Context: an optimization exercise on an open-source flow, tuned for small area, a short achievable clock period and few clock cycles per item. The choices shown serve that exercise and are no tape-out recipe.
Only simulation tests tie the RTL to the original design; equivalence was not proved.

===== design/flow/design.v =====
module mdu (
    input  wire        clk,
    input  wire        rst,         
    input  wire        in_valid,
    output wire        in_ready,
    input  wire [3:0]  in_op,
    input  wire [31:0] in_a,
    input  wire [31:0] in_b,
    input  wire [63:0] in_acc,      
    output reg         out_valid,
    output reg         out_fault,   
    output reg  [31:0] out_lo,
    output reg  [31:0] out_hi,
    output reg         out_n,
    output reg         out_z,
    output reg         out_v
);
    reg        rdy;               
    reg        hold;              
    reg        iv;                
    reg        dbusy;             
    reg  [4:0] dcnt;              
    reg [3:0]  i_op;
    reg [31:0] i_a, i_b;
    reg [63:0] i_acc;
    assign in_ready = rdy;
    wire accept = in_valid & rdy;
    reg        i_an, i_bn, i_as, i_bs, i_ml;
    wire       in_sdiv = (in_op == 4'd10) | (in_op == 4'd12);
    always @(posedge clk)
        if (~hold) begin
            i_an  <= in_sdiv & in_a[31];
            i_bn  <= in_sdiv & in_b[31];
            i_as  <= (in_op != 4'd2) & in_a[31];
            i_bs  <= (in_op != 4'd2) & in_b[31];
            i_ml  <= in_mul;    
            i_op  <= in_op;
            i_a   <= in_a;
            i_b   <= in_b;
            i_acc <= in_acc;
        end
    wire i_mul = i_ml;
    wire ok    = ~dbusy | (dcnt == 5'd1);
    wire m1    = iv & i_mul & ~m2 & ok;     
    wire dp    = iv & ~i_mul & ok;          
    wire ivw   = iv & ~(m1 | dp);           
    reg  m2;                      
    reg  fm;                      
    reg  [3:0]  f_op;
    reg  [65:0] ps, pc;           
    reg  [32:0] ma_r;
    reg  [17:0] mlo;
    wire [34:0] ax   = {{2{ma_r[32]}}, ma_r};
    always @(posedge clk)
        if (~m1)
            ma_r <= ivw ? {i_as, i_a} : {(in_op != 4'd2) & in_a[31], in_a};
    wire        msub = (i_op == 4'd5) | (i_op == 4'd7) | (i_op == 4'd9);
    reg [65:0] init;
    always @(*) begin
        case (i_op)
            4'd4, 4'd5: init = {34'd0, i_acc[31:0]};
            4'd6, 4'd7: init = {{4{i_acc[31]}}, i_acc[31:0], {30{i_op[0]}}};   
            4'd8, 4'd9: init = {{2{i_acc[63]}}, i_acc};
            default:    init = 66'd0;
        endcase
    end
    wire [65:0] initx = init ^ {66{msub}};
    function [26:0] benc;
        input [18:0] w;
        integer k;
        begin
            for (k = 0; k < 9; k = k + 1) begin
                benc[3*k]   = w[2*k+1] ^ w[2*k];
                benc[3*k+1] = (w[2*k+2] & ~w[2*k+1] & ~w[2*k]) | (~w[2*k+2] & w[2*k+1] & w[2*k]);
                benc[3*k+2] = w[2*k+2] & ~(w[2*k+1] & w[2*k]);
            end
        end
    endfunction
    wire [35:0] in_bx = {{4{(in_op != 4'd2) & in_b[31]}}, in_b};
    reg  [26:0] bdig;
    always @(posedge clk)
        bdig <= m1 ? benc({i_b[17:0], 1'b0}) :
                ivw ? benc({{4{i_bs}}, i_b[31:17]}) : benc(in_bx[35:17]);
    reg  [65:0] row [0:8];
    reg  [65:0] negs;
    integer j, i;
    always @(*) begin
        negs = 66'd0;
        for (j = 0; j < 9; j = j + 1) begin : rows
            reg one, two, neg;
            reg [34:0] v;
            one = bdig[3*j];
            two = bdig[3*j+1];
            neg = bdig[3*j+2];
            for (i = 0; i < 35; i = i + 1)
                v[i] = ((one & ax[i]) | (two & (i > 0 ? ax[i-1] : 1'b0))) ^ neg;
            v[34] = ~v[34];
            row[j] = {31'd0, v} << (2*j);
            negs[2*j] = neg;
        end
    end
    wire [65:0] kn   = ((~(66'd87381 << 34)) + 66'd1) | negs;
    wire [65:0] s_in = m2 ? {ps[47:0], 18'd0} : {{18{initx[65]}}, initx[65:18]};
    wire [65:0] c_in = m2 ? {pc[47:0], mlo} : 66'd0;
    always @(posedge clk)
        mlo <= initx[17:0];
    function [131:0] csa;     
        input [65:0] x, y, z;
        begin
            csa[131:66] = x ^ y ^ z;
            csa[65:0]   = {((x & y) | (x & z) | (y & z)), 1'b0};
        end
    endfunction
    wire [131:0] l1a = csa(row[0], row[1], row[2]);
    wire [131:0] l1b = csa(row[3], row[4], row[5]);
    wire [131:0] l1c = csa(row[6], row[7], row[8]);
    wire [131:0] l1d = csa(s_in, c_in, kn);
    wire [131:0] l2a = csa(l1a[131:66], l1a[65:0], l1b[131:66]);
    wire [131:0] l2b = csa(l1b[65:0], l1c[131:66], l1c[65:0]);
    wire [131:0] l3a = csa(l2a[131:66], l2a[65:0], l2b[131:66]);
    wire [131:0] l3b = csa(l2b[65:0], l1d[131:66], l1d[65:0]);
    wire [131:0] l4a = csa(l3a[131:66], l3a[65:0], l3b[131:66]);
    wire [131:0] l5a = csa(l4a[131:66], l4a[65:0], l3b[65:0]);
    always @(posedge clk) begin
        ps <= l5a[131:66];
        pc <= l5a[65:0];
    end
    wire [65:0] pq = ps + pc;
    wire        f_sub  = (f_op == 4'd5) | (f_op == 4'd7) | (f_op == 4'd9);
    wire [65:0] fp     = pq ^ {66{f_sub}};
    wire        f_wide = (f_op == 4'd8) | (f_op == 4'd9);
    wire        f_q    = (f_op == 4'd3) | (f_op == 4'd6) | (f_op == 4'd7);
    wire        f_hi   = (f_op == 4'd1) | (f_op == 4'd2);
    wire        ovq    = ~(&fp[65:61] | ~|fp[65:61]);
    wire        ovl    = ~(&fp[65:63] | ~|fp[65:63]);
    reg  [31:0] f_lo, f_hw;
    reg         f_v, f_z;
    always @(*) begin
        f_hw = fp[63:32];
        if (f_wide) begin
            f_v  = ovl;
            f_z  = ~ovl & (fp[63:0] == 64'd0);
            f_lo = ovl ? {32{~fp[65]}} : fp[31:0];
            f_hw = ovl ? {fp[65], {31{~fp[65]}}} : fp[63:32];
        end else if (f_q) begin
            f_v  = ovq;
            f_z  = ~ovq & (fp[61:30] == 32'd0);
            f_lo = ovq ? {fp[65], {31{~fp[65]}}} : fp[61:30];
        end else if (f_hi) begin
            f_v  = 1'b0;
            f_z  = (fp[63:32] == 32'd0);
            f_lo = fp[63:32];
        end else begin
            f_v  = 1'b0;
            f_z  = (fp[31:0] == 32'd0);
            f_lo = fp[31:0];
        end
    end
    wire f_n = f_wide ? f_hw[31] : f_lo[31];
    function [5:0] clz32;        
        input [31:0] v;
        reg   [2:0] c [0:3];
        reg   [3:0] z;
        integer i, k;
        begin
            for (i = 0; i < 4; i = i + 1) begin
                z[i] = (v[8*i +: 8] == 8'd0);
                c[i] = 3'd7;
                for (k = 0; k < 8; k = k + 1)
                    if (v[8*i + k]) c[i] = 7 - k;
            end
            if (!z[3])      clz32 = {3'd0, c[3]};
            else if (!z[2]) clz32 = {3'd1, c[2]};
            else if (!z[1]) clz32 = {3'd2, c[1]};
            else if (!z[0]) clz32 = {3'd3, c[0]};
            else            clz32 = 6'd32;
        end
    endfunction
    reg  fx;                      
    reg  d_sq;                    
    reg  sq_l;                    
    reg  d_rem;                   
    reg  d_neg;                   
    reg  d_dz;                    
    reg  [36:0] m;
    reg  [35:0] y;
    reg  [31:0] q;
    wire p_sq  = (i_op[3:1] == 3'b111);
    wire p_sgn = (i_op == 4'd10) | (i_op == 4'd12);
    wire p_rem = (i_op == 4'd12) | (i_op == 4'd13);
    wire a_neg = i_an;
    wire b_neg = i_bn;
    wire [31:0] am = a_neg ? -i_a : i_a;
    wire [31:0] bm = b_neg ? -i_b : i_b;
    wire [5:0]  ca_r = clz32(a_neg ? ~i_a : i_a);
    wire [5:0]  ca_e = ca_r - {5'd0, a_neg};
    wire [5:0]  cb_e = clz32(b_neg ? ~i_b : i_b);
    wire        p_dz = ~p_sq & (i_b == 32'd0);
    wire [5:0]  dd   = cb_e - ca_e;
    wire        dgo  = (cb_e >= ca_e) & ~p_dz;
    wire [5:0]  dsh  = dd | 6'd1;
    wire [4:0]  pairs = 5'd16 - {1'b0, ca_r[5:1]};
    wire        sq_z  = (i_op[0] & i_a[31]) | (i_a == 32'd0);
    wire [4:0]  sq_st = i_op[0] ? pairs + 5'd15 : pairs;    
    wire [5:0]  ssh   = {ca_r[5:1], 1'b0} + (sq_st[0] ? 6'd0 : 6'd2);
    wire [4:0]  n_iter = p_sq ? (sq_z ? 5'd1 : ({1'b0, sq_st[4:1]} + {4'd0, sq_st[0]}))
                              : (dgo ? ({1'b0, dsh[5:1]} + 5'd1) : 5'd1);
    wire        sq_n  = i_op[0] & i_a[31];
    wire [31:0] sh_in  = p_sq ? i_a : bm;
    wire [5:0]  sh_amt = p_sq ? ssh : dsh;
    wire [35:0] sh_out = {4'd0, sh_in} << sh_amt;
    wire [35:0] yh  = {1'b0, y[35:4], sq_l ? 3'b001 : y[3:1]};
    wire [35:0] yh5 = {1'b0, y[35:4], sq_l ? 3'b101 : y[3:1]};
    wire [37:0] t1  = {1'b0, m} - {2'b00, y};
    wire [37:0] t2b = {1'b0, m} - {2'b00, yh};
    wire [37:0] t2a = {1'b0, m} - {2'b00, y} - {2'b00, yh5};
    wire        b1  = ~t1[37];
    wire        b2  = b1 ? ~t2a[37] : ~t2b[37];
    wire [36:0] rn  = b1 ? (b2 ? t2a[36:0] : t1[36:0]) : (b2 ? t2b[36:0] : m);
    always @(posedge clk) begin
        if (dp) begin
            d_sq  <= p_sq;
            d_rem <= p_rem;
            d_neg <= p_rem ? a_neg : (a_neg ^ b_neg);
            d_dz  <= p_dz;
        end
        if (dp) begin
            m <= p_sq ? {33'd0, sh_out[33:30] & {4{~sq_n}}} : {5'd0, am};
            y <= p_sq ? 36'd4 : dgo ? sh_out : 36'h8_0000_0000;
            q <= p_sq ? {sh_out[29:0] & {30{~sq_n}}, 2'b00} : 32'd0;
        end else if (d_sq) begin
            m <= {rn[32:0], q[31:28]};
            y <= {y[33:4], b1, b2, 4'b0100};
            q <= {q[27:0], 4'd0};
        end else begin
            m <= rn;
            y <= {2'b00, y[35:2]};
            q <= {q[29:0], b1, b2};
        end
    end
    reg  [31:0] res;
    reg         r_neg, r_dz;
    always @(posedge clk) begin
        res   <= d_sq ? {y[33:4], b1, b2} : d_rem ? rn[31:0] : {q[29:0], b1, b2};
        r_neg <= d_neg;
        r_dz  <= d_dz;
    end
    wire [31:0] fix_r = r_neg ? -res : res;
    wire in_mul = ~in_op[3] | (in_op[3:1] == 3'b100);
    wire iv_n  = accept | ivw;
    wire mul_n = accept ? in_mul : i_mul;
    wire ok_n  = dp ? (n_iter == 5'd1) : dbusy ? (dcnt <= 5'd2) : 1'b1;
    wire rdy_n = ~iv_n | (ok_n & ~(mul_n & m1));
    always @(posedge clk) begin
        if (rst) begin
            rdy       <= 1'b1;
            hold      <= 1'b0;
            sq_l      <= 1'b0;
            iv        <= 1'b0;
            m2        <= 1'b0;
            fm        <= 1'b0;
            dbusy     <= 1'b0;
            fx        <= 1'b0;
            out_valid <= 1'b0;
        end else begin
            iv  <= iv_n;
            m2  <= m1;
            fm  <= m2;
            fx  <= dbusy & (dcnt == 5'd1);
            if (dp) begin
                dbusy <= 1'b1;
                sq_l  <= p_sq;
                dcnt  <= n_iter;
            end else if (dbusy) begin
                dbusy <= (dcnt != 5'd1);
                sq_l  <= (dcnt != 5'd1) & sq_l;
                dcnt  <= dcnt - 5'd1;
            end
            rdy  <= rdy_n;
            hold <= ~rdy_n;
            out_valid <= fm | fx;
        end
    end
    always @(posedge clk) begin
        if (m1) f_op <= i_op;
        out_fault <= ~fm & r_dz;
        out_lo    <= fm ? f_lo : fix_r;
        out_hi    <= f_hw;
        out_n     <= f_n;
        out_z     <= f_z;
        out_v     <= f_v;
    end
endmodule

===== design/flow/flow/run.sh =====
#!/bin/bash
set -e
export SETUP_SLACK_MARGIN=12.5
export BUFFER_PORTS_ARGS="-buffer_cell sky130_fd_sc_hd__buf_2"
bash standard.sh > standard.log 2>&1

===== design/flow/standard.sh =====
#!/bin/bash
# synth_recipe.tcl (not shown) runs the flow's synth.tcl, then flattens the netlist and writes it again
# the make line also repeats each setting of config.mk as NAME=value (left out here)
make -C /OpenROAD-flow-scripts/flow DESIGN_CONFIG=/design/flow/config.mk WORK_HOME=/design/flow/orfs CLKGATE_MAP_FILE= SYNTH_SCRIPT=/design/flow/synth_recipe.tcl "${@:-finish}"

===== design/flow/config.mk =====
export PLATFORM = sky130hd
export DESIGN_NAME = mdu
export DESIGN_NICKNAME = mdu
export VERILOG_FILES = /design/flow/design.v
export SDC_FILE = /design/flow/constraint.sdc
export NUM_CORES = 4
export LEC_CHECK = 0
export CAP_MARGIN = 20
export CORE_MARGIN = 2
export CORE_UTILIZATION = 40
export CTS_BUF_LIST = sky130_fd_sc_hd__clkbuf_8
export SLEW_MARGIN = 20

===== design/flow/constraint.sdc =====
create_clock -name core_clock -period 18.0 [get_ports {clk}]
set_input_delay 3.6000 -clock core_clock [delete_from_list [all_inputs] [get_ports {clk}]]
set_output_delay 3.6000 -clock core_clock [all_outputs]
set_load 0.01 [all_outputs]

==> results of run 1 <==
[state kept, by name, summed over array words and instances (netlist names), 4 cells and up]
name    count
f_op        4
bdig       27
dcnt        5
q          32
y          36
i_a        32
pc         64
out_lo     32
res        32
ps         66
mlo        18
m          37
i_op        4
out_hi     32
ma_r       33
i_acc      64
i_b        32
[worst max-delay path by stage]
stage	start	to	slack, ns	cells past startpoint
4_1_cts	m[0]$_DFF_P_	m[10]$_DFF_P_	12.50	25
5_1_grt	y[4]$_DFF_P_	m[10]$_DFF_P_	12.37	22
2_1_floorplan	y[6]$_DFF_P_	m[33]$_SDFFCE_PP0P_	12.79	22
3_5_place_dp	y[6]$_DFF_P_	m[5]$_DFF_P_	10.45	21
3_3_place_gp	y[6]$_DFF_P_	m[5]$_DFF_P_	10.58	21
6_report	sq_l$_SDFFE_PP0N_	m[6]$_DFF_P_	12.56	17
[what timing repair did]
action,in CTS,in global routing
pin swaps,18,67
gates cloned,0,5
endpoints found under the setup margin,126,159
hold endpoints to repair,0,0
resized for setup,110,147
setup buffers,25,54
[Yosys cell counts (all sizes together), types with 9 or more instances]
cell type    n
nand2      507
a211oi      35
nor3        92
nor2       317
dfxtp      387
clkbuf     328
a221oi      45
o211ai      46
a21oi      368
o22ai       71
nor2b       28
a21boi      14
o21bai      30
a31oi       49
or4         12
o221ai      21
nor3b       16
o41ai       19
o21ai      385
xor2       225
nor4        27
a22oi      365
mux2i      122
o21a        48
o311ai       9
and3        22
a21o       101
buf        106
xnor2      462
or3         35
nand3       78
inv        543
edfxtp     187
mux2        23
and4        11
o31a         9
ha         370
and2        56
nand2b      37
nand4       49
fa         326
a211o        9
o31ai       35
a31o        10
or2         15
[layout make-up]
| type | instances | area, µm² | area share |
|---|---|---|---|
| Tap cell | 1768 | 2210 | 0.0368 |
| Multi-Input combinational cell | 4613 | 37800 | 0.628 |
| Clock inverter | 78 | 751 | 0.0125 |
| Clock buffer | 115 | 1580 | 0.0263 |
| Inverter | 551 | 2080 | 0.0345 |
| Timing Repair Buffer | 355 | 2330 | 0.0388 |
| Sequential cell | 574 | 13400 | 0.223 |
| Antenna cell | 5 | 12.5 | 0.000208 |
[layer usage]
layer  wire length, µm  global-route usage
met4              8120              0.0998
met5                 0                   0
met1             89800               0.404
met2             93200               0.466
met3             16800              0.0535
[worst reg2reg max path, stage by stage, from the launching register on]
cell	delay, ns
sky130_fd_sc_hd__dfxtp_1	0.60
sky130_fd_sc_hd__nand2b_1	0.29
sky130_fd_sc_hd__ha_1	0.26
sky130_fd_sc_hd__nor2b_1	0.14
sky130_fd_sc_hd__o211ai_1	0.27
sky130_fd_sc_hd__a32oi_1	0.35
sky130_fd_sc_hd__a221oi_2	0.72
sky130_fd_sc_hd__o31ai_2	0.17
sky130_fd_sc_hd__a221oi_2	0.69
sky130_fd_sc_hd__o41ai_4	0.09
sky130_fd_sc_hd__buf_4	0.29
sky130_fd_sc_hd__nor2_1	0.41
sky130_fd_sc_hd__a21oi_4	0.10
sky130_fd_sc_hd__buf_12	0.18
sky130_fd_sc_hd__buf_12	0.13
sky130_fd_sc_hd__mux2i_4	0.19
sky130_fd_sc_hd__a22oi_1	0.18
sky130_fd_sc_hd__o21ai_0	0.18
[cell families after synthesis]
group,after synthesis,synth area share
AOI/OAI and AO/OA,1763,0.218
muxes,145,0.0276
xor gates and xnor gates,687,0.113
adders and majority gates,696,0.208
DFF,574,0.249
buffers and inverters,985,0.0706
and+or+nand+nor,1321,0.114
==> load_flow_metrics.sql, run 1 <==
INSERT INTO impl_metrics (metric_group, metric, value, unit) VALUES
('setup_path', 'cp_slowest_cell', 'sky130_fd_sc_hd__a221oi_2', ''),
('sta', 'final_hold_viol_count', '0', ''),
('setup_path', 'reg2reg_to', 'm[6]$_DFF_P_', ''),
('yosys', 'postSynth.topFlopCell', 'sky130_fd_sc_hd__dfxtp_1', ''),
('cells_and_area', 'area.growth.synth_to_final', '11.9', '%'),
('cells_and_area', 'mostFrequentLayoutCell', 'sky130_fd_sc_hd__inv_1', ''),
('min_path', 'hp-start', 'd_dz$_DFFE_PP_', ''),
('yosys', 'avgSynthCellArea', '8.71', 'µm²'),
('floorplanning', 'chipHeight', '370', 'µm'),
('floorplanning', 'die_area', '137000', 'µm²'),
('setup_path', 'worstRegToRegCells', '17', ''),
('place', 'preCtsSetupSlack', '10.45', 'ns'),
('yosys', 'yosys.area.top_type', 'sky130_fd_sc_hd__dfxtp_1', ''),
('setup_path', 'cp_cell_sequence', 'nand2b_1, ha_1, nor2b_1, o211ai_1, a32oi_1, a221oi_2, o31ai_2, a221oi_2, o41ai_4, buf_4, nor2_1, a21oi_4, buf_12, buf_12, mux2i_4, a22oi_1, o21ai_0', ''),
('clocking', 'cell_at_the_root_of_the_clock_tree', 'sky130_fd_sc_hd__clkbuf_8', ''),
('drt', 'drt_pre_antenna_iters', '9', ''),
('drt', 'totalWireLength', '208000', 'µm'),
('setup_path', 'worstReg2RegStart', 'sq_l$_SDFFE_PP0N_', ''),
('sta', 'min_period_over_period', '0.302', ''),
('min_path', 'worstHoldPathType', 'reg2reg', ''),
('sta', 'finalSetupViolCount', '0', ''),
('yosys', 'synth.yosys.seq_area_share', '0.249', ''),
('floorplanning', 'floorplan.io_pins', '205', ''),
('clocking', 'clock_path_buffers', '3', ''),
('run', 'maxCapViolations', '0', ''),
('sta', 'period_needed', '5.44', 'ns'),
('setup_path', 'critPathKind', 'reg2reg', ''),
('min_path', 'worst_hold_path.endpoint', 'r_dz$_DFF_P_', ''),
('setup_path', 'cp.arrival', '6.05', 'ns'),
('setup_path', 'timing.critical_path.buf_inv', '3', ''),
('cells_and_area', 'final.fill_count', '13200', ''),
('setup_path', 'reg_to_reg_slack_setup', '12.56', 'ns'),
('outcome', 'run_status', 'timing/DRC/antenna clean', ''),
('cells_and_area', 'post_route_cells_drive_above_1_share', '0.128', ''),
('sta', 'worst_slew_margin_rel', '0.223', ''),
('yosys', 'synth_top_area_frac', '0.144', ''),
('yosys', 'synth_cell_area', '53700', 'µm²'),
('place', 'placement.cell_area', '55900', 'µm²'),
('cells_and_area', 'finalCoreUtilization', '0.451', ''),
('setup_path', 'path_delay_family', 'compound AO/OA/AOI/OAI gates', ''),
('setup_path', 'cp-end-kind', 'register', ''),
('global_route', 'grt_max_degree', '83', ''),
('floorplanning', 'die-width', '370', 'µm'),
('yosys', 'netlist_instances', '6171', ''),
('sta', 'finalSetupTns', '0', 'ns'),
('yosys', 'synthTopCellsByArea', 'sky130_fd_sc_hd__dfxtp_1 14%, sky130_fd_sc_hd__fa_1 12%, sky130_fd_sc_hd__edfxtp_1 10%', ''),
('drt', 'final_antenna_net_count', '0', ''),
('global_route', 'first_pass_grt_wire_length', '305000', 'µm'),
('cells_and_area', 'layout.cell_area.non_filler', '60100', 'µm²'),
('sta', 'worst_slack', '12.56', 'ns'),
('place', 'io_buffer_count', '204', ''),
('yosys', 'synth.lib_cells_used.distinct', '106', ''),
('clocking', 'cts_tree', 'done', ''),
('global_route', 'overflow', '0', ''),
('clocking', 'cts_hold_buffers', '0', ''),
('yosys', 'synth_enable_flop_cells', '187', ''),
('yosys', 'asyncSetResetFlopFracSynth', '0', ''),
('clocking', 'clock_insertion_delay_worst_skew', '0.84', 'ns'),
('setup_path', 'worst-path-max-fanout', '28', ''),
('drt', 'vias_per_cell', '5.91', ''),
('sta', 'hold-worst-slack', '0.423', 'ns'),
('yosys', 'synth_seq_cells', '574', ''),
('clocking', 'clk_pin_slew', '0.06', 'ns'),
('yosys', 'synthesis.nets', '7002', ''),
('setup_path', 'cp.required', '18.61', 'ns');
Testbench counts, summed over its fixed seeds: cycles 36,833, items 12,000.
==> run 2: changes to the inputs <==
==> design/flow/flow/run.sh (replaced) <==
#!/bin/bash
set -e
export SETUP_SLACK_MARGIN=12.5
bash standard.sh > standard.log 2>&1
--- a/design/flow/config.mk
+++ b/design/flow/config.mk
@@ -8,5 +8,4 @@
 export CAP_MARGIN = 20
 export CORE_MARGIN = 2
 export CORE_UTILIZATION = 40
-export CTS_BUF_LIST = sky130_fd_sc_hd__clkbuf_8
 export SLEW_MARGIN = 20
==> load_flow_metrics.sql, run 2 <==
INSERT INTO impl_metrics (metric_group, metric, value, unit) VALUES
('outcome', 'run_status', 'timing/DRC/antenna clean', ''),
('yosys', 'yosys.area.top_type', 'sky130_fd_sc_hd__dfxtp_1', ''),
('cells_and_area', 'largest_register_ff_count', '66', ''),
('drt', 'via_count', '47900', ''),
('yosys', 'synthesis.nets', '7002', ''),
('sta', 'min_period_over_period', '0.303', ''),
('setup_path', 'cp-endpoint', 'm[3]$_DFF_P_', ''),
('sta', 'final_hold_viol_count', '0', ''),
('cells_and_area', 'area.growth.synth_to_final', '14.3', '%'),
('cells_and_area', 'max_flop_register', 'ps', ''),
('min_path', 'worstHoldPathType', 'reg2reg', ''),
('setup_path', 'timing.critical_path.buf_inv', '3', ''),
('yosys', 'postSynth.topFlopCell', 'sky130_fd_sc_hd__dfxtp_1', ''),
('min_path', 'timing.hold.worst_path_depth', '0', ''),
('global_route', 'grt_max_degree', '78', ''),
('drt', 'drt_pre_antenna_iters', '6', ''),
('floorplanning', 'floorplan.core_area', '133000', 'µm²'),
('run', 'maxCapViolations', '0', ''),
('setup_path', 'cp.arrival', '6.00', 'ns'),
('cells_and_area', 'final.fill_count', '13000', ''),
('yosys', 'asyncSetResetFlopFracSynth', '0', ''),
('global_route', 'overflow', '0', ''),
('clocking', 'cell_at_the_root_of_the_clock_tree', 'sky130_fd_sc_hd__clkbuf_16', ''),
('yosys', 'yosysMostFrequentCell', 'sky130_fd_sc_hd__inv_1', ''),
('global_route', 'total_routing_resource_utilization_after_global_routing', '0.297', ''),
('yosys', 'yosys.area_share.adder', '0.208', ''),
('setup_path', 'critPathKind', 'reg2reg', ''),
('cells_and_area', 'antennaDiodeCount', '0', ''),
('floorplanning', 'core.rowCount', '134', ''),
('clocking', 'cts_buffers', '71', ''),
('cells_and_area', 'finalCoreUtilization', '0.460', ''),
('sta', 'slew_worst_pin', '1.21', 'ns'),
('yosys', 'post_synth_xor_area_fraction', '0.113', ''),
('yosys', 'synthSimpleGateAreaFrac', '0.114', ''),
('setup_path', 'cp.required', '18.54', 'ns'),
('yosys', 'synth_cell_area', '53700', 'µm²'),
('clocking', 'htreeDepth', '3', ''),
('sta', 'worst_slew_margin_rel', '0.191', ''),
('setup_path', 'worstReg2RegStart', 'i_a[13]$_DFFE_PN_', ''),
('place', 'gp_congestion', '0.995', ''),
('setup_path', 'worstSetupStartpointType', 'register', ''),
('cells_and_area', 'post_route_cells_drive_above_1_share', '0.0943', ''),
('yosys', 'main_combinational_cell_family_by_area_after_synthesis', 'compound AO/OA/AOI/OAI gates', ''),
('global_route', 'first_pass_grt_wire_length', '307000', 'µm'),
('yosys', 'synthTopCellsByArea', 'sky130_fd_sc_hd__dfxtp_1 14%, sky130_fd_sc_hd__fa_1 12%, sky130_fd_sc_hd__edfxtp_1 10%', ''),
('setup_path', 'cp_cell_sequence', 'or2_2, o32ai_4, o211ai_2, o311a_2, o21ai_4, inv_2, ha_1, inv_1, o21ai_1, xnor2_1, ha_1, o21ai_0, nand2b_1, buf_4, xor2_4, nand2_2, o21ai_4, nor2_1, nand2_1, o21ai_0, a222oi_1, o211ai_1', ''),
('floorplanning', 'die-width', '370', 'µm'),
('clocking', 'clock_path_buffers', '3', ''),
('setup_path', 'worst-path-max-fanout', '5', ''),
('floorplanning', 'floorplan.io_pins', '205', ''),
('yosys', 'synthMuxAreaShare', '0.0276', ''),
('yosys', 'post_synth_most_frequent_cells', '542 x sky130_fd_sc_hd__inv_1, 507 x sky130_fd_sc_hd__nand2_1, 458 x sky130_fd_sc_hd__xnor2_1', ''),
('setup_path', 'timing.critical_path.depth', '22', ''),
('setup_path', 'startpoint', 'i_a[13]$_DFFE_PN_', ''),
('yosys', 'synth_top_area_frac', '0.144', ''),
('cells_and_area', 'largestRegisters', 'ps x66, i_acc x64, pc x64', ''),
('drt', 'drcViolationCount', '0', ''),
('setup_path', 'worstRegToRegCells', '22', ''),
('floorplanning', 'die_area', '137000', 'µm²'),
('setup_path', 'cp-end-kind', 'register', ''),
('place', 'dp.final_hpwl', '159000', 'µm'),
('sta', 'timing.final.max_slew_violations', '0', ''),
('cells_and_area', 'layout.area.seq', '13400', 'µm²'),
('global_route', 'grt_pass1_vias', '46000', ''),
('yosys', 'synth_compound_area_frac', '0.218', ''),
('clocking', 'clk_pin_slew', '0.06', 'ns'),
('setup_path', 'reg_to_reg_slack_setup', '12.54', 'ns'),
('cells_and_area', 'multi_input_comb_area', '37900', 'µm²'),
('drt', 'avgRoutedWirePerCell', '26.2', 'µm'),
('drt', 'totalWireLength', '210000', 'µm'),
('sta', 'finalSetupViolCount', '0', ''),
('place', 'io_buffer_count', '204', ''),
('setup_path', 'reg2reg_to', 'm[3]$_DFF_P_', ''),
('clocking', 'cts_tree', 'done', ''),
('sta', 'layout_skew', '0.0275', 'ns'),
('floorplanning', 'initial_core_util', '0.403', ''),
('yosys', 'synth_seq_cells', '574', ''),
('sta', 'fmax', '0.183', 'GHz'),
('cells_and_area', 'layout_common_cells', '532 x sky130_fd_sc_hd__inv_1, 497 x sky130_fd_sc_hd__nand2_1, 453 x sky130_fd_sc_hd__xnor2_1', ''),
('cells_and_area', 'fin_nets', '7000', ''),
('floorplanning', 'chipHeight', '370', 'µm'),
('global_route', 'number_of_antenna_violations_at_the_first_check_in_global_routing', '7', ''),
('setup_path', 'critical-path-max-stage-delay', '0.68', 'ns'),
('sta', 'period_needed', '5.46', 'ns'),
('yosys', 'synth.yosys.seq_area_share', '0.249', ''),
('sta', 'unrepaired_setup_endpoints_after_global_routing', 'yes', ''),
('clocking', 'tritoncts_num_sinks', '574', ''),
('yosys', 'synth-warning-count', '4', ''),
('cells_and_area', 'mostFrequentLayoutCell', 'sky130_fd_sc_hd__inv_1', ''),
('clocking', 'clock_insertion_delay_worst_skew', '0.70', 'ns'),
('yosys', 'synth.lib_cells_used.distinct', '106', ''),
('drt', 'drt_first_iter_violations', '5834', ''),
('yosys', 'netlist_instances', '6171', ''),
('yosys', 'avgSynthCellArea', '8.71', 'µm²'),
('yosys', 'synth_enable_flop_cells', '187', ''),
('setup_path', 'cp_slowest_cell', 'sky130_fd_sc_hd__a222oi_1', ''),
('drt', 'vias_per_cell', '5.99', ''),
('setup_path', 'path_delay_family', 'compound AO/OA/AOI/OAI gates', ''),
('drt', 'final_antenna_net_count', '0', ''),
('sta', 'finalSetupTns', '0', 'ns');
run 2: cell counts after synthesis:
No cell type changed its count.
run 2: layout make-up:
type / count / share of cell area
clock buffers: 101 / 0.0350
clock inverters: 30 / 0.00458
flip-flops and latches: 574 / 0.218
repair buffers: 358 / 0.0551
well taps: 1768 / 0.0360
multi-input cells: 4613 / 0.617
inverters: 551 / 0.0338
run 2: cell families (layout without fill, tap and decap cells):
group                      after synthesis  in the layout
AOI/OAI and AO/OA                     1763           1764
xor gates and xnor gates               687            687
adders and majority gates              696            696
buffers and inverters                  985           1040
DFF                                    574            574
muxes                                  145            145
and+or+nand+nor                       1321           1321
run 2: timing repair:
| action | CTS | global route |
|---|---|---|
| gates resized for setup | 117 | 181 |
| cloned | 1 | 3 |
| setup endpoints to repair | 128 | 168 |
| hold buffers | 0 | 0 |
| buffers inserted | 33 | 55 |
| pin swaps | 16 | 73 |
| endpoints found under the hold margin | 0 | 0 |
run 2: routing by layer:
layer | part of all wire | vias up | global-route usage
met4 | 0.040 | 0 | 0.0996
met1 | 0.44 | 23600 | 0.411
li1 | - | 21700 | -
met3 | 0.074 | 346 | 0.0394
met2 | 0.45 | 2301 | 0.475
met5 | 0 | - | 0
run 2: stage by stage:
stage / hold slack [ns] / cells / setup WS, ns / instance area (µm²)
final: 0.349 / 7995 / 12.54 / 61400
after global routing: 0.357 / 7995 / 12.42 / 61400
after CTS: 0.341 / 7937 / 12.50 / 60100
after detailed placement: 0.351 / 7772 / 10.39 / 56900
after global placement: 0.329 / 7772 / 10.56 / 56800
after floorplan: 0.323 / 6171 / 12.79 / 53700
run 2: worst min path at each step:
| stage | startpoint | slack [ns] | to |
|---|---|---|---|
| after floorplan | d_dz$_DFFE_PP_ | 0.32 | r_dz$_DFF_P_ |
| after global placement | d_dz$_DFFE_PP_ | 0.33 | r_dz$_DFF_P_ |
| after detailed placement | d_dz$_DFFE_PP_ | 0.35 | r_dz$_DFF_P_ |
| after CTS | d_dz$_DFFE_PP_ | 0.34 | r_dz$_DFF_P_ |
| after global routing | d_dz$_DFFE_PP_ | 0.36 | r_dz$_DFF_P_ |
| final | d_dz$_DFFE_PP_ | 0.35 | r_dz$_DFF_P_ |
==> run 3: changes to the inputs <==
==> design/flow/flow/run.sh (replaced) <==
#!/bin/bash
set -e
export SETUP_SLACK_MARGIN=12.5
export BUFFER_PORTS_ARGS="-buffer_cell sky130_fd_sc_hd__buf_2"
bash standard.sh > standard.log 2>&1
--- a/design/flow/config.mk
+++ b/design/flow/config.mk
@@ -8,4 +8,5 @@
 export CAP_MARGIN = 20
 export CORE_MARGIN = 2
 export CORE_UTILIZATION = 40
+export CTS_BUF_LIST = sky130_fd_sc_hd__clkbuf_4
 export SLEW_MARGIN = 20
==> load_flow_metrics.sql, run 3 <==
INSERT INTO impl_metrics (metric_group, metric, value, unit) VALUES
('yosys', 'synth_enable_flop_cells', '187', ''),
('cells_and_area', 'multi_input_comb_area', '37700', 'µm²'),
('sta', 'unrepaired_setup_endpoints_after_global_routing', 'yes', ''),
('setup_path', 'cp_slowest_cell', 'sky130_fd_sc_hd__a222oi_1', ''),
('sta', 'layout_skew', '0.0621', 'ns'),
('drt', 'drt_pre_antenna_iters', '6', ''),
('min_path', 'hp-start', 'd_dz$_DFFE_PP_', ''),
('outcome', 'run_status', 'timing/DRC/antenna clean', ''),
('yosys', 'post_synth_most_frequent_cells', '542 x sky130_fd_sc_hd__inv_1, 507 x sky130_fd_sc_hd__nand2_1, 458 x sky130_fd_sc_hd__xnor2_1', ''),
('clocking', 'clock_insertion_delay_worst_skew', '1.19', 'ns'),
('setup_path', 'worstSetupStartpointType', 'register', ''),
('yosys', 'netlist_instances', '6171', ''),
('cells_and_area', 'area.growth.synth_to_final', '11.5', '%'),
('drt', 'final_antenna_net_count', '0', ''),
('floorplanning', 'chipHeight', '370', 'µm'),
('yosys', 'synth-warning-count', '4', ''),
('setup_path', 'worstRegToRegCells', '19', ''),
('place', 'placement.cell_area', '55900', 'µm²'),
('clocking', 'clk_pin_slew', '0.07', 'ns'),
('setup_path', 'cp.arrival', '6.47', 'ns'),
('cells_and_area', 'final.fill_count', '13300', ''),
('sta', 'min_period_over_period', '0.303', ''),
('yosys', 'yosysMostFrequentCell', 'sky130_fd_sc_hd__inv_1', ''),
('drt', 'drt_first_iter_violations', '5277', ''),
('yosys', 'synth_cell_area', '53700', 'µm²'),
('clocking', 'cell_at_the_root_of_the_clock_tree', 'sky130_fd_sc_hd__clkbuf_4', ''),
('setup_path', 'critPathKind', 'reg2reg', ''),
('yosys', 'synth_seq_cells', '574', ''),
('cells_and_area', 'max_flop_register', 'ps', ''),
('sta', 'final_hold_viol_count', '0', ''),
('floorplanning', 'floorplan.core_area', '133000', 'µm²'),
('global_route', 'overflow', '0', ''),
('setup_path', 'reg_to_reg_slack_setup', '12.55', 'ns'),
('yosys', 'synthesis.nets', '7002', ''),
('sta', 'slew_worst_pin', '1.15', 'ns'),
('global_route', 'globalRouteMet1Util', '0.404', ''),
('yosys', 'synth.yosys.seq_area_share', '0.249', ''),
('min_path', 'worstHoldPathType', 'reg2reg', ''),
('place', 'gp_congestion', '0.995', ''),
('place', 'io_buffer_count', '204', ''),
('cells_and_area', 'mostFrequentLayoutCell', 'sky130_fd_sc_hd__inv_1', ''),
('global_route', 'met2_usage', '0.469', ''),
('setup_path', 'critical-path-max-stage-delay', '0.54', 'ns'),
('yosys', 'yosys.area.top_type', 'sky130_fd_sc_hd__dfxtp_1', ''),
('sta', 'timing.final.max_slew_violations', '0', ''),
('sta', 'period_needed', '5.45', 'ns'),
('place', 'dp.final_hpwl', '159000', 'µm'),
('cells_and_area', 'post_route_cells_drive_above_1_share', '0.141', ''),
('yosys', 'asyncSetResetFlopFracSynth', '0', ''),
('cells_and_area', 'layout.area.seq', '13400', 'µm²'),
('global_route', 'total_routing_resource_utilization_after_global_routing', '0.297', ''),
('setup_path', 'cp.required', '19.02', 'ns'),
('drt', 'totalWireLength', '209000', 'µm'),
('setup_path', 'worstReg2RegStart', 'i_a[12]$_DFFE_PN_', ''),
('floorplanning', 'die_area', '137000', 'µm²'),
('cells_and_area', 'largestRegisters', 'ps x66, i_acc x64, pc x64', ''),
('yosys', 'synth_top_area_frac', '0.144', ''),
('drt', 'vias_per_cell', '5.93', ''),
('run', 'maxCapViolations', '0', ''),
('global_route', 'globalRouteMet3Util', '0.0546', ''),
('global_route', 'grt_pass1_vias', '46800', ''),
('cells_and_area', 'layout_common_cells', '532 x sky130_fd_sc_hd__inv_1, 499 x sky130_fd_sc_hd__nand2_1, 449 x sky130_fd_sc_hd__xnor2_1', ''),
('sta', 'fmax', '0.183', 'GHz'),
('setup_path', 'reg2reg_to', 'm[3]$_DFF_P_', ''),
('setup_path', 'cp_cell_sequence', 'or2_2, o32ai_4, o211ai_2, o311a_4, o21ai_4, inv_2, ha_1, inv_1, fa_2, xor2_2, o21ai_2, buf_8, o21ai_1, o21ai_0, a21oi_1, a21oi_1, o21ai_0, a222oi_1, o211ai_1', ''),
('min_path', 'worst_hold_path.endpoint', 'r_dz$_DFF_P_', ''),
('min_path', 'timing.hold.worst_path_depth', '0', ''),
('sta', 'worst_slew_margin_rel', '0.233', ''),
('sta', 'finalSetupTns', '0', 'ns'),
('global_route', 'grt_max_degree', '83', ''),
('floorplanning', 'core.rowCount', '134', ''),
('sta', 'hold-worst-slack', '0.428', 'ns'),
('clocking', 'clock_path_buffers', '3', ''),
('clocking', 'cts_hold_buffers', '0', ''),
('global_route', 'number_of_antenna_violations_at_the_first_check_in_global_routing', '11', ''),
('clocking', 'cts_buffers', '164', ''),
('floorplanning', 'initial_core_util', '0.403', ''),
('floorplanning', 'floorplan.io_pins', '205', ''),
('clocking', 'tritoncts_num_sinks', '574', ''),
('setup_path', 'worst-path-max-fanout', '31', ''),
('yosys', 'synthTopCellsByArea', 'sky130_fd_sc_hd__dfxtp_1 14%, sky130_fd_sc_hd__fa_1 12%, sky130_fd_sc_hd__edfxtp_1 10%', ''),
('cells_and_area', 'largest_register_ff_count', '66', ''),
('drt', 'avgRoutedWirePerCell', '25.6', 'µm'),
('drt', 'via_count', '48400', ''),
('sta', 'finalSetupViolCount', '0', ''),
('yosys', 'postSynth.topFlopCell', 'sky130_fd_sc_hd__dfxtp_1', ''),
('drt', 'drcViolationCount', '0', ''),
('floorplanning', 'die-width', '370', 'µm'),
('yosys', 'avgSynthCellArea', '8.71', 'µm²'),
('global_route', 'top_usage_layer', 'met2', ''),
('yosys', 'synth.lib_cells_used.distinct', '106', ''),
('clocking', 'cts_tree', 'done', ''),
('setup_path', 'cp-end-kind', 'register', ''),
('cells_and_area', 'fin_nets', '7082', ''),
('cells_and_area', 'layout.cell_area.non_filler', '59900', 'µm²'),
('clocking', 'htreeDepth', '4', ''),
('global_route', 'first_pass_grt_wire_length', '307000', 'µm');
run 3: kinds of logic (layout without fill, tap and decap cells):
kind of cell    count (synthesis)  after routing  synth area share
compound gates               1763           1764             0.218
flops                         574            574             0.249
mux                           145            145            0.0276
simple gates                 1321           1321             0.114
xor+xnor                      687            687             0.113
fa+ha+maj                     696            696             0.208
buf+inv                       985           1200            0.0706
other cells                     0             11                 0
run 3: critical path: cells and delay by family (launching register included):
family,cells,cell delay [ns]
AO/OA/AOI/OAI,12,3.02
XOR/XNOR,1,0.21
adder cells (fa/ha/maj),2,0.70
buffers and inverters,3,0.43
flip-flops,1,0.53
AND/OR/NAND/NOR,1,0.38
run 3: area by class of cell:
type,instances,share of cell area
inverters,551,0.0347
multi-input cells,4613,0.630
clock buffers,232,0.0291
well taps,1768,0.0369
flip-flops and latches,574,0.224
diodes,11,0.000459
clock inverters,70,0.00748
repair buffers,347,0.0377
run 3: worst max-delay path by stage:
stage,end,from,depth (start not counted),slack [ns]
6_report,m[3]$_DFF_P_,i_a[12]$_DFFE_PN_,19,12.55
4_1_cts,m[35]$_SDFFCE_PP0P_,y[1]$_DFF_P_,24,12.49
3_5_place_dp,m[5]$_DFF_P_,y[6]$_DFF_P_,21,10.45
5_1_grt,res[10]$_DFF_P_,y[1]$_DFF_P_,21,12.41
2_1_floorplan,m[33]$_SDFFCE_PP0P_,y[6]$_DFF_P_,22,12.79
3_3_place_gp,m[5]$_DFF_P_,y[6]$_DFF_P_,21,10.58
run 3: what timing repair did:
action,CTS,global route
pin swaps,20,61
setup endpoints to repair,126,159
gates resized for setup,120,133
cloned,0,4
buffers inserted,30,42
run 3: layer usage:
metal | wire length, µm | vias up
li1 | - | 21900
met1 | 89600 | 23800
met2 | 93900 | 2361
met3 | 17500 | 352
met4 | 8020 | 0
met5 | 0 | -
run 3: through the flow:
step	worst slack, ns	util	cells
2_1_floorplan	12.79	-	6171
4_1_cts	12.49	0.441	8109
3_3_place_gp	10.58	0.419	7777
6_report	12.55	0.449	8166
5_1_grt	12.41	0.449	8163
3_5_place_dp	10.45	0.419	7777
==> run 4: changes to the inputs <==
--- a/design/flow/config.mk
+++ b/design/flow/config.mk
@@ -5,6 +5,7 @@
 export SDC_FILE = /design/flow/constraint.sdc
 export NUM_CORES = 4
 export LEC_CHECK = 0
+export ABC_AREA = 1
 export CAP_MARGIN = 20
 export CORE_MARGIN = 2
 export CORE_UTILIZATION = 40
==> load_flow_metrics.sql, run 4 <==
INSERT INTO impl_metrics (metric_group, metric, value, unit) VALUES
('drt', 'totalWireLength', '234000', 'µm'),
('yosys', 'post_synth_most_frequent_cells', '1514 x sky130_fd_sc_hd__nand2_1, 1023 x sky130_fd_sc_hd__inv_1, 543 x sky130_fd_sc_hd__nor2_1', ''),
('drt', 'via_count', '54600', ''),
('global_route', 'first_pass_grt_wire_length', '343000', 'µm'),
('yosys', 'synthesis.nets', '8422', ''),
('drt', 'dr.max_layer_used', 'met4', ''),
('outcome', 'run_status', 'timing/DRC/antenna clean', ''),
('sta', 'layout_skew', '0.123', 'ns'),
('cells_and_area', 'area.growth.synth_to_final', '9.41', '%'),
('floorplanning', 'core.rowCount', '137', ''),
('setup_path', 'critical-path-max-stage-delay', '0.87', 'ns'),
('sta', 'final_hold_viol_count', '0', ''),
('run', 'maxCapViolations', '0', ''),
('cells_and_area', 'mostFrequentLayoutCell', 'sky130_fd_sc_hd__nand2_1', ''),
('yosys', 'synth-warning-count', '4', ''),
('drt', 'drcViolationCount', '0', ''),
('yosys', 'synth.yosys.seq_area_share', '0.239', ''),
('yosys', 'avgSynthCellArea', '7.35', 'µm²'),
('drt', 'wl_met1', '99000', 'µm'),
('cells_and_area', 'max_flop_register', 'ps', ''),
('place', 'dp.final_hpwl', '185000', 'µm'),
('drt', 'drt_pre_antenna_iters', '6', '');
run 4: kinds of logic (layout without fill, tap and decap cells):
| kind of cell | after synthesis | after routing | share of synthesized area |
|---|---|---|---|
| compound gates | 1569 | 1569 | 0.161 |
| xor+xnor | 634 | 634 | 0.0997 |
| fa+ha+maj | 696 | 696 | 0.200 |
| buf+inv | 1418 | 1674 | 0.0978 |
| flops | 574 | 574 | 0.239 |
| mux | 1 | 1 | 0.000202 |
| other cells | 0 | 11 | 0 |
| simple gates | 2699 | 2701 | 0.202 |
run 4: worst max-delay path by stage:
| stage | startpoint | cells past startpoint | slack [ns] | to |
|---|---|---|---|---|
| floorplan | i_bn$_DFFE_PN_ | 24 | 13.41 | y[22]$_DFF_P_ |
| global placement | i_an$_DFFE_PN_ | 24 | 11.86 | y[3]$_DFF_P_ |
| detailed placement | m[0]$_DFF_P_ | 29 | 11.82 | m[15]$_DFF_P_ |
| CTS | i_an$_DFFE_PN_ | 25 | 12.50 | y[3]$_DFF_P_ |
| global route | y[4]$_DFF_P_ | 29 | 12.46 | m[16]$_DFF_P_ |
| finish | bdig[26]$_SDFF_PN0_ | 11 | 12.68 | ps[26]$_DFF_P_ |
run 4: worst register-to-register path: cells and delay by family, from the launching register on:
family     cells  cell delay, ns
flops          1            0.87
buf+inv        5            1.47
xor+xnor       1            0.23
fa+ha+maj      5            2.62
run 4: per-layer routing:
| metal | vias to the layer above | track usage |
|---|---|---|
| met4 | 0 | 0.129 |
| li1 | 25300 | - |
| met3 | 393 | 0.0539 |
| met5 | - | 0 |
| met2 | 2812 | 0.511 |
| met1 | 26100 | 0.436 |
run 4: per-stage QoR:
stage,area (µm²),instances
floorplan,55800,7591
global placement,58300,9395
detailed placement,58400,9397
CTS,60700,9709
global route,61100,9732
finish,61100,9736
run 4: timing repair:
action / in CTS / in global routing
cloned: 3 / 3
pin swaps: 2 / 4
resized for setup: 25 / 44
hold buffers: 0 / 0
buffers inserted: 6 / 12
endpoints found under the setup margin: 136 / 138
run 4: layout make-up:
| cell class | instances | area, µm² |
|---|---|---|
| multi-input cells | 5601 | 37300 |
| flip-flops and latches | 574 | 13400 |
| well taps | 1876 | 2350 |
| clock buffers | 229 | 1720 |
| inverters | 1081 | 4110 |
| diodes | 11 | 27.5 |
| repair inverters | 1 | 5.00 |
| repair buffers | 289 | 1820 |
| clock inverters | 74 | 424 |
| fillers | 14500 | 77900 |

static timing again, ports no longer ideal:
The results above use ideal ports. As a check the final layouts listed here were re-extracted and re-timed, cells and wires unchanged.
Step 1: set_driving_cell puts a clkbuf_16 on clk and a buf_2 on each other input, an assumption about the parent block.
Step 2 adds t to the input delays and takes it off the output delays; t is the mean of the earliest and latest rising clock arrival at the registers after step 1. Input paths then give back, and output paths get back, about the clock's delay inside the block.
a / b / c = ideal / step 1 / step 2; a / b = the first two.
run	t (ns)	setup WS [ns]	worst slew at a driven data input, ns
run 1	0.905	12.561 / 12.561 / 12.559	0.08
run 2	0.768	12.541 / 12.541 / 12.541	0.06
run 3	1.234	12.550 / 12.550 / 12.550	0.08
run 4	1.192	12.684 / 12.684 / 12.487	0.04
After both steps setup and hold are still met in every run listed. The setup slack of run 4, which loses most, moves by 0.000 ns with the drivers and by -0.197 ns with both steps.
